Context: an optimization exercise on an open-source flow, tuned for small area and a short achievable clock period. The choices shown serve that exercise and are no tape-out recipe. RTL that was checked went through simulation tests only; none was proved equivalent to the original. Power and IR drop assume default switching activity.

==> flow/design.v (excerpt) <==
module red_combine (
    input  wire        clk,
    input  wire        rst,
    input  wire        in_valid,
    input  wire [31:0] in_a,
    input  wire [31:0] in_b,
    input  wire [1:0]  in_op,
    input  wire [1:0]  in_rmode,
    input  wire [15:0] in_rand,
    output reg         out_valid,
    output reg  [31:0] out_res
);
Size in the first run: ~2300 cells after synthesis, roughly 210 flip-flops, about 120 I/O pins, ~15000 um2 of cells after synthesis.
==> module red_combine, before the edit <==
module red_combine (
    input  wire        clk,
    input  wire        rst,
    input  wire        in_valid,
    input  wire [31:0] in_a,
    input  wire [31:0] in_b,
    input  wire [1:0]  in_op,
    input  wire [1:0]  in_rmode,
    input  wire [15:0] in_rand,
    output reg         out_valid,
    output reg  [31:0] out_res
);
    wire a_e0   = ~|in_a[30:23];
    wire b_e0   = ~|in_b[30:23];
    wire a_emax = &in_a[30:23];
    wire b_emax = &in_b[30:23];
    wire a_mz   = ~|in_a[22:0];
    wire b_mz   = ~|in_b[22:0];
    wire a_nan  = a_emax & ~a_mz;
    wire b_nan  = b_emax & ~b_mz;
    wire a_inf  = a_emax & a_mz;
    wire b_inf  = b_emax & b_mz;
    wire sa = in_a[31];
    wire sb = in_b[31];
    wire is_mm  = in_op[0] ^ in_op[1];
    wire is_max = in_op[1];
    wire zero_small = ~is_mm & (a_inf | b_inf);
    wire e_lt;                                      
    gt_t #(8) u_ge (.a(in_b[30:23]), .b(in_a[30:23]), .gt(e_lt));
    wire m_gt;                                      
    gt_t #(23) u_gm (.a(in_b[22:0]), .b(in_a[22:0]), .gt(m_gt));
    wire e_eq = (in_a[30:23] == in_b[30:23]);
    wire pick_a_mm = b_nan | (~a_nan & (sa ^ is_max ^ (e_lt & ~(sa ^ sb))));
    wire sel_b = is_mm ? ~pick_a_mm : e_lt;
    wire [6:0] r_ab = {1'b0, in_a[28:23]} - {1'b0, in_b[28:23]};
    wire [6:0] r_ba = {1'b0, in_b[28:23]} - {1'b0, in_a[28:23]};
    wire [5:0] d_ab = a_e0 ? 6'd0 : b_e0 ? in_a[28:23] - 6'd1 : r_ab[5:0];
    wire [5:0] d_ba = b_e0 ? 6'd0 : a_e0 ? in_b[28:23] - 6'd1 : r_ba[5:0];
    wire [1:0] ha = in_a[30:29];
    wire [1:0] hb = in_b[30:29];
    wire ge_ab = ~a_e0 & (b_e0 ? (ha[1] | (ha[0] & |in_a[28:23]))
                                : ((ha == hb + 2'd1) & ~r_ab[6]) | ({1'b0, ha} >= {1'b0, hb} + 3'd2));
    wire ge_ba = ~b_e0 & (a_e0 ? (hb[1] | (hb[0] & |in_b[28:23]))
                                : ((hb == ha + 2'd1) & ~r_ba[6]) | ({1'b0, hb} >= {1'b0, ha} + 3'd2));
    reg        v1;
    reg [31:0] a1, b1;
    reg        sel1;
    reg [5:0]  sh;
    reg        big, sub, zs1, zsm1, nan1, rtz1, stoc1, mgt, mmflip, mm1;
    reg [15:0] rnd1;
    always @(posedge clk) begin
        v1    <= ~rst & in_valid;
        a1    <= in_a;
        b1    <= in_b;
        sel1  <= sel_b;
        sh    <= is_mm ? 6'd0 : e_lt ? d_ba : d_ab;
        big   <= ~is_mm & (e_lt ? ge_ba : ge_ab);
        sub   <= (sa ^ sb) & ~is_mm;
        zs1   <= is_mm | a_inf | b_inf;
        zsm1  <= zero_small;
        mgt   <= e_eq & m_gt;
        mmflip <= ~a_nan & ~b_nan & ~(sa ^ sb);
        mm1   <= is_mm;
        nan1  <= is_mm ? (a_nan & b_nan) : (a_nan | b_nan | (a_inf & b_inf & (sa ^ sb)));
        rtz1  <= (in_rmode == 2'd1);
        stoc1 <= (in_rmode == 2'd2);
        rnd1  <= in_rand;
    end
    wire [31:0] bg1  = sel1 ? b1 : a1;
    wire [22:0] sm_m = sel1 ? a1[22:0] : b1[22:0];
    wire        sm_h = sel1 ? |a1[30:23] : |b1[30:23];
    wire        s_sm = sel1 ? a1[31] : b1[31];
    wire [23:0] m_sm = zsm1 ? 24'd0 : {sm_h, sm_m};
    wire        bg_e0 = ~|bg1[30:23];
    wire [7:0]  e_big = {bg1[30:24], bg1[23] | bg_e0};
    wire [23:0] m_big = {~bg_e0, bg1[22:0]};
    wire [41:0] y;
    s1_align u_align(.m_sm(m_sm), .sh({big, 1'b0, sh}), .y(y));
    wire [42:0] r1;
    reg any_lo;
    integer k;
    always @(*) begin
        any_lo = 1'b0;
        for (k = 0; k < 24; k = k + 1)
            if (m_sm[k] && (big || sh > k)) any_lo = 1'b1;
    end
    wire swap_mm = mm1 & mgt & mmflip;
    s1_add u_add(.m_big(m_big & {24{~swap_mm}}), .y(y), .en_y(~mm1 | swap_mm),
                 .inv_big(sub & mgt), .inv_y(sub & ~mgt), .no_lo(~any_lo), .r1(r1));
    reg        v2;
    reg [42:0] r;
    reg [7:0]  eb2;
    reg        sg2, nan2, sub2, inf2, rtz2, stoc2;
    reg [15:0] rnd2;
    always @(posedge clk) begin
        v2    <= ~rst & v1;
        r     <= r1;
        eb2   <= e_big;
        sg2   <= (mgt & ~mm1) ? s_sm : bg1[31];
        nan2  <= nan1;
        sub2  <= sub;
        rtz2  <= rtz1;
        stoc2 <= stoc1;
        inf2  <= zs1 | ~rtz1;
        rnd2  <= rnd1;
    end
    wire [23:0] n; wire [15:0] d; wire st; wire [4:0] lz;
    s2_norm u_norm(.r(r), .eb2(eb2), .n(n), .d(d), .st(st), .lz(lz));
    wire [31:0] result;
    s2_round u_round(.r(r), .eb2(eb2), .n(n), .d(d), .st(st), .lz(lz), .rnd2(rnd2), .stoc2(stoc2), .rtz2(rtz2), .inf2(inf2), .nan2(nan2), .sg2(sg2), .sub2(sub2), .result(result));
    always @(posedge clk) begin
        out_valid <= ~rst & v2;
        out_res   <= result;
    end
endmodule
clock: 32.0 ns
lec_check: 0
abc_area: 1
cap_margin: 20
core_margin: 2
core_utilization: 60
slew_margin: 20
standard.sh (not shown) runs the stock make flow with config.mk's settings and CLKGATE_MAP_FILE= SYNTH_SCRIPT=/design/flow/synth_recipe.tcl, a recipe that flattens the netlist after the stock synthesis.
==> flow/flow/run.sh <==
#!/bin/bash
# The standard ORFS layout (standard.sh, standard synthesis unchanged) with two changes
# to how the layout is made; the clock, its period and the constraints stay the design's:
#  - repair_timing is asked for extra setup slack (flow/setup_margin, in ns), so that it
#    sizes and buffers the logic for a shorter period than the constraint's;
#  - port buffers (every input and output still gets one) use flow/port_buffer.
set -euo pipefail
MARGIN=$(cat flow/setup_margin)
PBUF=$(cat flow/port_buffer)
sed "s|CLKGATE_MAP_FILE= |CLKGATE_MAP_FILE= SETUP_SLACK_MARGIN=$MARGIN 'BUFFER_PORTS_ARGS=-buffer_cell $PBUF' |" \
    standard.sh > standard_tuned.sh
bash standard_tuned.sh > flow_make.log 2>&1
==> flow/flow/port_buffer <==
sky130_fd_sc_hd__buf_2
==> flow/flow/setup_margin <==
24.5
Edit:
--- a/flow/design.v
+++ b/flow/design.v
@@ -30,10 +30,13 @@
     wire m_gt;                                      
     gt_t #(23) u_gm (.a(in_b[22:0]), .b(in_a[22:0]), .gt(m_gt));
     wire e_eq = (in_a[30:23] == in_b[30:23]);
     wire pick_a_mm = b_nan | (~a_nan & (sa ^ is_max ^ (e_lt & ~(sa ^ sb))));
     wire sel_b = is_mm ? ~pick_a_mm : e_lt;
+    wire [31:0] bg   = sel_b ? in_b : in_a;
+    wire [22:0] sm_m = sel_b ? in_a[22:0] : in_b[22:0];
+    wire        sm_h = sel_b ? ~a_e0 : ~b_e0;
     wire [6:0] r_ab = {1'b0, in_a[28:23]} - {1'b0, in_b[28:23]};
     wire [6:0] r_ba = {1'b0, in_b[28:23]} - {1'b0, in_a[28:23]};
     wire [5:0] d_ab = a_e0 ? 6'd0 : b_e0 ? in_a[28:23] - 6'd1 : r_ab[5:0];
     wire [5:0] d_ba = b_e0 ? 6'd0 : a_e0 ? in_b[28:23] - 6'd1 : r_ba[5:0];
     wire [1:0] ha = in_a[30:29];
@@ -41,38 +44,32 @@
     wire ge_ab = ~a_e0 & (b_e0 ? (ha[1] | (ha[0] & |in_a[28:23]))
                                 : ((ha == hb + 2'd1) & ~r_ab[6]) | ({1'b0, ha} >= {1'b0, hb} + 3'd2));
     wire ge_ba = ~b_e0 & (a_e0 ? (hb[1] | (hb[0] & |in_b[28:23]))
                                 : ((hb == ha + 2'd1) & ~r_ba[6]) | ({1'b0, hb} >= {1'b0, ha} + 3'd2));
     reg        v1;
-    reg [31:0] a1, b1;
-    reg        sel1;
+    reg [31:0] bg1;
+    reg [23:0] m_sm;
     reg [5:0]  sh;
-    reg        big, sub, zs1, zsm1, nan1, rtz1, stoc1, mgt, mmflip, mm1;
+    reg        big, sub, zs1, nan1, rtz1, stoc1, mgt, mmflip, mm1, s_sm;
     reg [15:0] rnd1;
     always @(posedge clk) begin
         v1    <= ~rst & in_valid;
-        a1    <= in_a;
-        b1    <= in_b;
-        sel1  <= sel_b;
+        bg1   <= bg;
+        m_sm  <= zero_small ? 24'd0 : {sm_h, sm_m};
         sh    <= is_mm ? 6'd0 : e_lt ? d_ba : d_ab;
         big   <= ~is_mm & (e_lt ? ge_ba : ge_ab);
         sub   <= (sa ^ sb) & ~is_mm;
         zs1   <= is_mm | a_inf | b_inf;
-        zsm1  <= zero_small;
         mgt   <= e_eq & m_gt;
         mmflip <= ~a_nan & ~b_nan & ~(sa ^ sb);
         mm1   <= is_mm;
+        s_sm  <= sel_b ? sa : sb;
         nan1  <= is_mm ? (a_nan & b_nan) : (a_nan | b_nan | (a_inf & b_inf & (sa ^ sb)));
         rtz1  <= (in_rmode == 2'd1);
         stoc1 <= (in_rmode == 2'd2);
         rnd1  <= in_rand;
     end
-    wire [31:0] bg1  = sel1 ? b1 : a1;
-    wire [22:0] sm_m = sel1 ? a1[22:0] : b1[22:0];
-    wire        sm_h = sel1 ? |a1[30:23] : |b1[30:23];
-    wire        s_sm = sel1 ? a1[31] : b1[31];
-    wire [23:0] m_sm = zsm1 ? 24'd0 : {sm_h, sm_m};
     wire        bg_e0 = ~|bg1[30:23];
     wire [7:0]  e_big = {bg1[30:24], bg1[23] | bg_e0};
     wire [23:0] m_big = {~bg_e0, bg1[22:0]};
     wire [41:0] y;
     s1_align u_align(.m_sm(m_sm), .sh({big, 1'b0, sh}), .y(y));
What happened:
- worst hold slack improved by 0.0090 ns
- power came out higher by 3.9%
- critical path depth came out higher by 3
- area after synthesis came out lower by 1.7%
- global-route usage came out higher by 4.4 points
- cell area came out higher by 4.5%
- non-clock buffer count came out higher by 18
- routed wire length came out higher by 15%
- core utilization came out higher by 3.8 points
- setup slack got worse by 0.51 ns
- via count came out higher by 5.2%
The RTL of the second run of this note was laid out without a check of its function.

-- re-timing with driven ports --
In the flow no input, the clock included, has a driving cell. The finished layouts below were timed again as built, in two steps. Step 1, drivers: a clkbuf_16 drives clk and a buf_2 each remaining input, both assumed. Step 2, shift: input delay + t, output delay - t, t = (earliest + latest rising clock arrival at the registers) / 2. This alone moves slack from input paths to output paths. Slacks: no drivers / after step 1 / after step 2; pairs: no drivers / after step 1.
| run | shift t [ns] | slack for setup (ns) | cell pins on the clock port's net |
|---|---|---|---|
| the first run | 0.553 | 24.268 / 24.280 / 23.727 | 1 |
| the second run | 0.495 | 23.756 / 23.779 / 23.284 | 1 |
After both steps every run listed still meets setup and hold. For the first run, which loses most, drivers alone change the setup slack by +0.012 ns; drivers and shift together by -0.541 ns.
